From an optimization exercise on the open Yosys and OpenROAD flow, aimed at small area and a short achievable clock period; shortcuts taken in it are not production practice. RTL that was checked went through simulation tests only; none was proved equivalent to the original. No activity file was given, so power comes from the tool's default toggle rates.

==> inputs of run R <==
Design mem_ecc_codec, start of the top module:
module mem_ecc_codec (
    input  wire        clk,
    input  wire        rst_n,
    input  wire        in_valid,
    input  wire [1:0]  in_op,
    input  wire [63:0] in_data,
    input  wire [7:0]  in_check,
    output reg         out_valid,
    output wire [63:0] out_data,
    output wire [7:0]  out_check,
    output wire [1:0]  out_status,
    output wire [7:0]  out_syndrome,
    output wire [6:0]  out_pos
);
export LEC_CHECK = 0
export CAP_MARGIN = 20
export CORE_MARGIN = 2
export CORE_UTILIZATION = 40
export SETUP_SLACK_MARGIN = 3.5
export SLEW_MARGIN = 20
create_clock -name core_clock -period 8.0 [get_ports {clk}]
standard.sh (not shown) runs the stock make flow with config.mk's settings and CLKGATE_MAP_FILE= SYNTH_SCRIPT=/design/flow/synth_recipe.tcl, a recipe that flattens the netlist after the stock synthesis.
==> flow/flow/run.sh <==
#!/bin/bash
# Own flow: the standard synthesis, then the combinational logic replaced
# by the gate-level netlist of flow/netgen.py (same registers: names and cell
# type), checked equivalent to the standard synthesis by yosys; then the
# standard layout, with plain buffers on the ports instead of the delay cells
# buffer_ports picks by default. If the generated netlist fails a check, the
# standard synthesis's netlist is laid out instead.
set -euo pipefail
HERE=$(pwd)
R=$HERE/orfs/results/$FLOW_PLATFORM/mem_ecc_codec/base
LIB=$FLOW_HOME/platforms/$FLOW_PLATFORM/lib/sky130_fd_sc_hd__tt_025C_1v80.lib
bash standard.sh synth > make_synth.log 2>&1
cp $R/1_2_yosys.v $HERE/synth_standard.v
USE=synth_standard.v
if LIB=$LIB python3 flow/netgen.py $HERE/net_gen.v > netgen.log 2>&1; then
  yosys -p "read_liberty -lib $LIB; read_verilog net_gen.v; hierarchy -top $FLOW_TOP; opt_clean -purge; write_verilog -noattr -noexpr net_norm.v" > yosys_norm.log 2>&1
  yosys -p "read_liberty -ignore_miss_func $LIB; read_verilog synth_standard.v; rename $FLOW_TOP gold; read_verilog net_norm.v; rename $FLOW_TOP gate; flatten gold gate; opt_clean; equiv_make gold gate equiv; hierarchy -top equiv; equiv_simple; equiv_status -assert" > yosys_equiv.log 2>&1 \
    && python3 - <<'PY' > regcheck.log 2>&1 && USE=net_norm.v
import re, sys
def regs(p):
    return sorted(re.findall(r'(sky130_fd_sc_hd__df\w+)\s+(\\\S+)', open(p).read()))
a, b = regs('synth_standard.v'), regs('net_norm.v')
print(len(a), len(b))
sys.exit(0 if a == b and a else 1)
PY
fi
echo "laying out $USE" > netlist_choice.log
cp $HERE/$USE $R/1_2_yosys.v
rm -f $R/1_synth.odb $R/1_synth.sdc
bash standard.sh BUFFER_PORTS_ARGS="-buffer_cell sky130_fd_sc_hd__buf_1" finish > make_finish.log 2>&1
Other scripts of this flow, unchanged in this note and not shown: flow/flow/netgen.py, flow/flow/paar.py
==> inputs of run G, as changes to run R <==
- SETUP_SLACK_MARGIN: 3.5 -> 3.9
==> summary.txt <==
- Synthesized cell count is the same in run G and run R.
- Of run G and run R, run R has the higher sequential share of layout area (gap 1.8 points).
- In die area, run G and run R do not differ.
- Combinational power: run G is larger than run R (about 17%).
- Area after synthesis is the same in run R and run G.
- Against run G, the worst setup slack of run R is worse by 0.27 ns.
- Of run G and run R, run G has the higher wire length (gap about 2.1%, measured against run R).
No functional check of the RTL was part of any run of this note.

---

==> inputs of 09-23 <==
Starting RTL as in the previous note.
Settings: LEC_CHECK=0, CAP_MARGIN=20, CORE_MARGIN=2, CORE_UTILIZATION=40, SETUP_SLACK_MARGIN=3.5, SLEW_MARGIN=20; clock period 8.0 ns.
==> flow/flow/run.sh <==
#!/bin/bash
# Own flow: the standard synthesis, then the combinational logic replaced
# by the gate-level netlist of flow/netgen.py (same registers: names and cell
# type), checked equivalent to the standard synthesis by yosys; then the
# standard layout, with plain buffers on the ports instead of the delay cells
# buffer_ports picks by default. If the generated netlist fails a check, the
# standard synthesis's netlist is laid out instead.
set -euo pipefail
HERE=$(pwd)
R=$HERE/orfs/results/$FLOW_PLATFORM/mem_ecc_codec/base
LIB=$FLOW_HOME/platforms/$FLOW_PLATFORM/lib/sky130_fd_sc_hd__tt_025C_1v80.lib
bash standard.sh synth > make_synth.log 2>&1
cp $R/1_2_yosys.v $HERE/synth_standard.v
USE=synth_standard.v
# generator options (structure and drive strengths), if any
set -a; [ -f flow/netgen.env ] && . flow/netgen.env; set +a
if LIB=$LIB python3 flow/netgen.py $HERE/net_gen.v > netgen.log 2>&1; then
  yosys -p "read_liberty -lib $LIB; read_verilog net_gen.v; hierarchy -top $FLOW_TOP; opt_clean -purge; write_verilog -noattr -noexpr net_norm.v" > yosys_norm.log 2>&1
  timeout 900 yosys -p "read_liberty -ignore_miss_func $LIB; read_verilog synth_standard.v; rename $FLOW_TOP gold; read_verilog net_norm.v; rename $FLOW_TOP gate; flatten gold gate; opt_clean; equiv_make gold gate equiv; hierarchy -top equiv; equiv_simple; equiv_status -assert" > yosys_equiv.log 2>&1 \
    && python3 - <<'PY' > regcheck.log 2>&1 && USE=net_final.v
# give each flip-flop the instance name the standard synthesis gave the same
# register (the suffix after '$' depends on how yosys read its reset/enable),
# then require the same names and cell types
import re, sys
pat = re.compile(r'(sky130_fd_sc_hd__df\w+)\s+\\([^\s$]+)(\$\S*)?\s')
std = {m.group(2): (m.group(1), m.group(2) + (m.group(3) or '')) for m in pat.finditer(open('synth_standard.v').read())}
txt = open('net_norm.v').read()
def ren(m):
    base = m.group(2)
    if base not in std: sys.exit('no standard register ' + base)
    return m.group(1) + ' \\' + std[base][1] + ' '
txt2 = pat.sub(ren, txt)
open('net_final.v', 'w').write(txt2)
a = sorted(std.values())
b = sorted((m.group(1), m.group(2) + (m.group(3) or '')) for m in pat.finditer(txt2))
print(len(a), len(b))
sys.exit(0 if a == b and a else 1)
PY
fi
echo "laying out $USE" > netlist_choice.log
cp $HERE/$USE $R/1_2_yosys.v
rm -f $R/1_synth.odb $R/1_synth.sdc
bash standard.sh BUFFER_PORTS_ARGS="-buffer_cell sky130_fd_sc_hd__buf_1" finish > make_finish.log 2>&1
==> flow/flow/netgen.env <==
JOINT=0
FO_MIN=6
Other scripts of this flow, unchanged in this note and not shown: flow/flow/joint.py, flow/flow/netgen.py, flow/flow/paar.py
==> 06-15: changes against 09-23 <==
==> flow/flow/netgen.env (replaced) <==
JOINT=0
FO_MIN=5
==> results.sh <==
export IMPL_wl_met2_um=12800
export IMPL_drive_gt1_frac=0.111
export IMPL_layout_common_cells="xor2_1, buf_1, nor2_1"
export IMPL_outcome="finished clean"
export IMPL_p_seq_frac=0.261
export IMPL_syn_area_mm2=0.00705
-- figures above: 06-15

==> results.sh <==
export IMPL_outcome="finished clean"
export IMPL_layout_common_cells="xor2_1, buf_1, nor2_1"
export IMPL_wl_met2_um=13000
export IMPL_p_seq_frac=0.260
export IMPL_drive_gt1_frac=0.0834
export IMPL_syn_area_mm2=0.00697
-- figures above: 09-23

Function was not checked in any run of this note: the RTL went through the layout flow alone.

---

==> inputs of job 3019 <==
mem_ecc_codec, a different RTL version from the one above (not shown whole).
==> flow/config.mk <==
export PLATFORM = sky130hd
export DESIGN_NAME = mem_ecc_codec
export DESIGN_NICKNAME = mem_ecc_codec
export VERILOG_FILES = /design/flow/design.v
export SDC_FILE = /design/flow/constraint.sdc
export NUM_CORES = 4
export LEC_CHECK = 0
export CAP_MARGIN = 20
export CORE_MARGIN = 2
export CORE_UTILIZATION = 40
export SETUP_SLACK_MARGIN = 5.0
export SLEW_MARGIN = 20
==> flow/constraint.sdc <==
create_clock -name core_clock -period 8.0 [get_ports {clk}]
set_input_delay 1.6000 -clock core_clock [delete_from_list [all_inputs] [get_ports {clk}]]
set_output_delay 1.6000 -clock core_clock [all_outputs]
set_load 0.01 [all_outputs]
==> flow/flow/run.sh <==
#!/bin/bash
# Own flow: the standard synthesis, then the combinational logic between
# the registers re-mapped by ABC with an area-oriented script (registers,
# their names and cell types untouched), then the standard layout with plain
# buffers on the ports instead of the delay cells buffer_ports picks by default.
set -euo pipefail
HERE=$(pwd)
R=$HERE/orfs/results/$FLOW_PLATFORM/mem_ecc_codec/base
bash standard.sh synth > make_synth.log 2>&1
cp $R/1_2_yosys.v $HERE/synth_standard.v
yosys -c flow/resyn.tcl > yosys_resyn.log 2>&1
cp $HERE/synth_resyn.v $R/1_2_yosys.v
rm -f $R/1_synth.odb $R/1_synth.sdc
bash standard.sh BUFFER_PORTS_ARGS="-buffer_cell sky130_fd_sc_hd__buf_1" finish > make_finish.log 2>&1
==> flow/flow/abc.script <==
strash; dch -f; balance; rewrite; refactor; balance; rewrite; rewrite -z; balance; refactor -z; rewrite -z; balance; dch -f; balance; rewrite; refactor; balance; rewrite; rewrite -z; balance; refactor -z; rewrite -z; balance; dch -f; amap; mfs2; strash; dch -f; map -a; topo
==> flow/flow/resyn.tcl <==
# Re-map the combinational logic of the standard synthesis; the flip-flops
# stay as they are (blackboxed during the re-map).
yosys -import
set lib $::env(FLOW_HOME)/platforms/sky130hd/lib/sky130_fd_sc_hd__tt_025C_1v80.lib
set dont_use {}
foreach c [split [exec sh -c "grep -o 'sky130_fd_sc_hd__\[a-z0-9_\]*' $::env(FLOW_HOME)/platforms/sky130hd/config.mk | sort -u"] "\n"] {
  lappend dont_use -dont_use $c
}
read_liberty -ignore_miss_func $lib
read_verilog synth_standard.v
hierarchy -top $::env(FLOW_TOP)
foreach m [split [exec sh -c "grep -o 'sky130_fd_sc_hd__df\[a-z0-9_\]*' synth_standard.v | sort -u"] "\n"] {
  blackbox $m
}
flatten
opt_clean -purge
set script [file normalize flow/abc.script]
abc -liberty $lib {*}$dont_use -script $script
opt_clean -purge
yosys rename -hide w:*.*
opt_clean -purge
tee -o resyn_stat.txt stat -liberty $lib
select $::env(FLOW_TOP)
write_verilog -noattr -selected synth_resyn.v
==> job 844 (differences from job 3019) <==
--- a/flow/design.v
+++ b/flow/design.v
@@ -3,17 +3,17 @@
     input  wire        rst_n,
     input  wire        in_valid,
     input  wire [1:0]  in_op,
     input  wire [63:0] in_data,
     input  wire [7:0]  in_check,
     output reg         out_valid,
-    output reg  [63:0] out_data,
-    output reg  [7:0]  out_check,
-    output reg  [1:0]  out_status,
-    output reg  [7:0]  out_syndrome,
-    output reg  [6:0]  out_pos
+    output wire [63:0] out_data,
+    output wire [7:0]  out_check,
+    output wire [1:0]  out_status,
+    output wire [7:0]  out_syndrome,
+    output wire [6:0]  out_pos
 );
     localparam [511:0] HCOL = {
         8'h57,8'h4F,8'h3E,8'h3D,8'h3B,8'h37,8'h2F,8'h1F,8'hE0,8'hD0,8'hC8,8'hC4,8'hC2,8'hC1,8'hB0,8'hA8,
         8'hA4,8'hA2,8'hA1,8'h98,8'h94,8'h92,8'h91,8'h8C,8'h8A,8'h89,8'h86,8'h85,8'h83,8'h70,8'h68,8'h64,
         8'h62,8'h61,8'h58,8'h54,8'h52,8'h51,8'h4C,8'h4A,8'h49,8'h46,8'h45,8'h43,8'h38,8'h34,8'h32,8'h31,
         8'h2C,8'h2A,8'h29,8'h26,8'h25,8'h23,8'h1C,8'h1A,8'h19,8'h16,8'h15,8'h13,8'h0E,8'h0D,8'h0B,8'h07};
@@ -243,19 +243,19 @@
     wire [3:0] s0 = sd0 ^ in_check[3:0] ^ in_check[7:4];
     wire [3:0] s1 = sd1 ^ mul_a(in_check[3:0], 4'd8) ^ mul_a(in_check[7:4], 4'd9);
     wire [3:0] x9 = mul_a(sd1, 4'd3) ^ mul_a(sd0, 4'd11);
     wire [3:0] x8 = sd0 ^ x9;
     wire [2:0] a0 = lg3(s0), a1 = lg3(s1);
     wire [4:0] b0 = lg5(s0), b1 = lg5(s1);
-    reg        v_q, op1_q, dec_q, hdec_q, rdec_q;
+    reg        op1_q, dec_q, hdec_q, rdec_q;
     reg [63:0] d_q;
     reg [7:0]  c_q;
     reg [7:0]  t_q;
     always @(posedge clk) begin
-        if (!rst_n) v_q <= 1'b0;
-        else        v_q <= in_valid;
+        if (!rst_n) out_valid <= 1'b0;
+        else        out_valid <= in_valid;
         op1_q  <= in_op[1];
         dec_q  <= in_op[0];
         hdec_q <= in_op[1] & in_op[0];
         rdec_q <= ~in_op[1] & in_op[0];
         d_q    <= in_op[1] ? in_data : {16'h0, b1, b0, a1, a0, in_data[31:0]};
         c_q    <= (in_op[1] | dec) ? in_check : {x9, x8};
@@ -326,18 +326,14 @@
                       (jm3q[1] & jm5q[3]) | (jm3q[2] & jm5q[4]);
     wire       rhit = (|jm3q) & ~rbad;
     wire [3:0] rps  = {re[8] | re[9], re[4] | re[5] | re[6] | re[7],
                        re[2] | re[3] | re[6] | re[7], re[1] | re[3] | re[5] | re[7] | re[9]};
     wire [1:0] rst  = {rdec_q & (t_q != 8'h00) & ~rhit, rdec_q & rhit};
     wire senc = op1_q & ~dec_q;
-    always @(posedge clk) begin
-        if (!rst_n) out_valid <= 1'b0;
-        else        out_valid <= v_q;
-        out_data[31:0]  <= d_q[31:0] ^ (hm[31:0] | rfl);
-        out_data[47:32] <= (d_q[47:32] ^ hm[47:32]) & {16{op1_q}};
-        out_data[63:48] <= d_q[63:48] ^ hm[63:48];
-        out_check       <= c_q ^ (senc ? t_q : (hcf | rcf));
-        out_status      <= op1_q ? hst : rst;
-        out_syndrome    <= t_q & {8{dec_q}};
-        out_pos         <= op1_q ? hps : {3'b000, rps & {4{rdec_q}}};
-    end
+    assign out_data[31:0]  = d_q[31:0] ^ (hm[31:0] | rfl);
+    assign out_data[47:32] = (d_q[47:32] ^ hm[47:32]) & {16{op1_q}};
+    assign out_data[63:48] = d_q[63:48] ^ hm[63:48];
+    assign out_check       = c_q ^ (senc ? t_q : (hcf | rcf));
+    assign out_status      = op1_q ? hst : rst;
+    assign out_syndrome    = t_q & {8{dec_q}};
+    assign out_pos         = op1_q ? hps : {3'b000, rps & {4{rdec_q}}};
 endmodule
Settings changed: CTS_BUF_LIST set to sky130_fd_sc_hd__clkbuf_8, SETUP_SLACK_MARGIN 5.0 to 3.9.
==> job 694 (differences from job 3019) <==
--- a/flow/design.v
+++ b/flow/design.v
@@ -3,17 +3,17 @@
     input  wire        rst_n,
     input  wire        in_valid,
     input  wire [1:0]  in_op,
     input  wire [63:0] in_data,
     input  wire [7:0]  in_check,
     output reg         out_valid,
-    output reg  [63:0] out_data,
-    output reg  [7:0]  out_check,
-    output reg  [1:0]  out_status,
-    output reg  [7:0]  out_syndrome,
-    output reg  [6:0]  out_pos
+    output wire [63:0] out_data,
+    output wire [7:0]  out_check,
+    output wire [1:0]  out_status,
+    output wire [7:0]  out_syndrome,
+    output wire [6:0]  out_pos
 );
     localparam [511:0] HCOL = {
         8'h57,8'h4F,8'h3E,8'h3D,8'h3B,8'h37,8'h2F,8'h1F,8'hE0,8'hD0,8'hC8,8'hC4,8'hC2,8'hC1,8'hB0,8'hA8,
         8'hA4,8'hA2,8'hA1,8'h98,8'h94,8'h92,8'h91,8'h8C,8'h8A,8'h89,8'h86,8'h85,8'h83,8'h70,8'h68,8'h64,
         8'h62,8'h61,8'h58,8'h54,8'h52,8'h51,8'h4C,8'h4A,8'h49,8'h46,8'h45,8'h43,8'h38,8'h34,8'h32,8'h31,
         8'h2C,8'h2A,8'h29,8'h26,8'h25,8'h23,8'h1C,8'h1A,8'h19,8'h16,8'h15,8'h13,8'h0E,8'h0D,8'h0B,8'h07};
@@ -243,19 +243,19 @@
     wire [3:0] s0 = sd0 ^ in_check[3:0] ^ in_check[7:4];
     wire [3:0] s1 = sd1 ^ mul_a(in_check[3:0], 4'd8) ^ mul_a(in_check[7:4], 4'd9);
     wire [3:0] x9 = mul_a(sd1, 4'd3) ^ mul_a(sd0, 4'd11);
     wire [3:0] x8 = sd0 ^ x9;
     wire [2:0] a0 = lg3(s0), a1 = lg3(s1);
     wire [4:0] b0 = lg5(s0), b1 = lg5(s1);
-    reg        v_q, op1_q, dec_q, hdec_q, rdec_q;
+    reg        op1_q, dec_q, hdec_q, rdec_q;
     reg [63:0] d_q;
     reg [7:0]  c_q;
     reg [7:0]  t_q;
     always @(posedge clk) begin
-        if (!rst_n) v_q <= 1'b0;
-        else        v_q <= in_valid;
+        if (!rst_n) out_valid <= 1'b0;
+        else        out_valid <= in_valid;
         op1_q  <= in_op[1];
         dec_q  <= in_op[0];
         hdec_q <= in_op[1] & in_op[0];
         rdec_q <= ~in_op[1] & in_op[0];
         d_q    <= in_op[1] ? in_data : {16'h0, b1, b0, a1, a0, in_data[31:0]};
         c_q    <= (in_op[1] | dec) ? in_check : {x9, x8};
@@ -326,18 +326,14 @@
                       (jm3q[1] & jm5q[3]) | (jm3q[2] & jm5q[4]);
     wire       rhit = (|jm3q) & ~rbad;
     wire [3:0] rps  = {re[8] | re[9], re[4] | re[5] | re[6] | re[7],
                        re[2] | re[3] | re[6] | re[7], re[1] | re[3] | re[5] | re[7] | re[9]};
     wire [1:0] rst  = {rdec_q & (t_q != 8'h00) & ~rhit, rdec_q & rhit};
     wire senc = op1_q & ~dec_q;
-    always @(posedge clk) begin
-        if (!rst_n) out_valid <= 1'b0;
-        else        out_valid <= v_q;
-        out_data[31:0]  <= d_q[31:0] ^ (hm[31:0] | rfl);
-        out_data[47:32] <= (d_q[47:32] ^ hm[47:32]) & {16{op1_q}};
-        out_data[63:48] <= d_q[63:48] ^ hm[63:48];
-        out_check       <= c_q ^ (senc ? t_q : (hcf | rcf));
-        out_status      <= op1_q ? hst : rst;
-        out_syndrome    <= t_q & {8{dec_q}};
-        out_pos         <= op1_q ? hps : {3'b000, rps & {4{rdec_q}}};
-    end
+    assign out_data[31:0]  = d_q[31:0] ^ (hm[31:0] | rfl);
+    assign out_data[47:32] = (d_q[47:32] ^ hm[47:32]) & {16{op1_q}};
+    assign out_data[63:48] = d_q[63:48] ^ hm[63:48];
+    assign out_check       = c_q ^ (senc ? t_q : (hcf | rcf));
+    assign out_status      = op1_q ? hst : rst;
+    assign out_syndrome    = t_q & {8{dec_q}};
+    assign out_pos         = op1_q ? hps : {3'b000, rps & {4{rdec_q}}};
 endmodule
==> flow/flow/abc.script (replaced) <==
strash; dch -f; balance; rewrite; refactor; balance; rewrite; rewrite -z; balance; refactor -z; rewrite -z; balance; dch -f; balance; rewrite; refactor; balance; rewrite; rewrite -z; balance; refactor -z; rewrite -z; balance; dch -f; amap; mfs2; strash; dch -f; amap; topo
Settings changed: SETUP_SLACK_MARGIN 5.0 to 3.9.
==> out/metrics.cfg <==
[power]
peakVddDrop_mv = 0.1874
p_per_area_mw_per_mm2 = 357.2

[hold_path]
min_from = v_q

[finish]
buffer_area_share_pct = 10.83
inverters_excl_clock = 136

[timing]
period_share_pct = 42.73
timing.hold.ws_ps = 408.9

[drt]
met3WireLength_um = 2905

[run_status]
status = finished clean

[critical_path]
path_delay_family = XOR/XNOR gates

The numbers above come from job 3019.

==> out/metrics.cfg <==
[run_status]
status = finished clean

[floorplan]
dieWidth_um = 133.2

[finish]
multi_input_area_share_pct = 55.40
inverters_excl_clock = 154

[drt]
highest_layer = met4
met3WireLength_um = 3006

[hold_path]
min_from = in_data[1]
worstHoldPathCells = 1

[timing]
max_slew_margin_pct = 49.14
timing.hold.ws_ps = 1428

[critical_path]
path_delay_family = simple AND/OR/NAND/NOR gates
cp_slowest_cell = or4_4

[power]
p_per_area_mw_per_mm2 = 220.2
peakVddDrop_mv = 0.1220

The numbers above come from job 694.

==> out/metrics.cfg <==
[run_status]
status = finished clean

[critical_path]
path_delay_family = compound AO/OA/AOI/OAI gates

[timing]
timing.hold.ws_ps = 1342
period_share_pct = 51.58

[power]
p_per_area_mw_per_mm2 = 310.4
peakVddDrop_mv = 0.1394

[drt]
met3WireLength_um = 2220

[finish]
inverters_excl_clock = 138

[hold_path]
min_from = in_data[9]

The numbers above come from job 844.

For job 3019, only the layout was checked, not whether the RTL still works.

==> what the ideal ports hide <==
Ports are ideal in the flow. The routed layouts listed here were re-timed in OpenROAD.
Step 1 (the two cells are an assumption about what drives the block):
set clk [get_ports {clk}]
set_driving_cell -lib_cell sky130_fd_sc_hd__clkbuf_16 $clk
set_driving_cell -lib_cell sky130_fd_sc_hd__buf_2 [delete_from_list [all_inputs] $clk]
Step 2 moves the port delays by t, midway between the first and last clock arrival at a register: inputs arrive t later, outputs are due t later. That takes back most of the time a late clock gives input paths.
a / b / c = ideal / step 1 / step 2; a / b = the first two.
run | t (ns) | slack for setup (ns) | worst setup path after step 2 | clock arrival spread, ns
run R | 0.402 | 3.549 / 3.501 / 3.418 | input to register | 0.010 / 0.010
run G | 0.401 | 3.817 / 3.769 / 3.640 | input to register | 0.007 / 0.008
09-23 | 0.379 | 3.559 / 3.521 / 3.511 | input to register | 0.011 / 0.011
06-15 | 0.383 | 3.614 / 3.574 / 3.488 | input to register | 0.008 / 0.008
job 3019 | 0.484 | 4.582 / 4.561 / 4.077 | input to register | 0.019 / 0.019
job 844 | 0.412 | 3.873 / 3.833 / 3.580 | input to register | 0.021 / 0.021
job 694 | 0.379 | 3.370 / 3.333 / 3.610 | input to register | 0.015 / 0.015
After both steps setup and hold are still met in every run listed. For job 3019, which loses most, drivers alone change the setup slack by -0.021 ns; drivers and shift together by -0.505 ns.
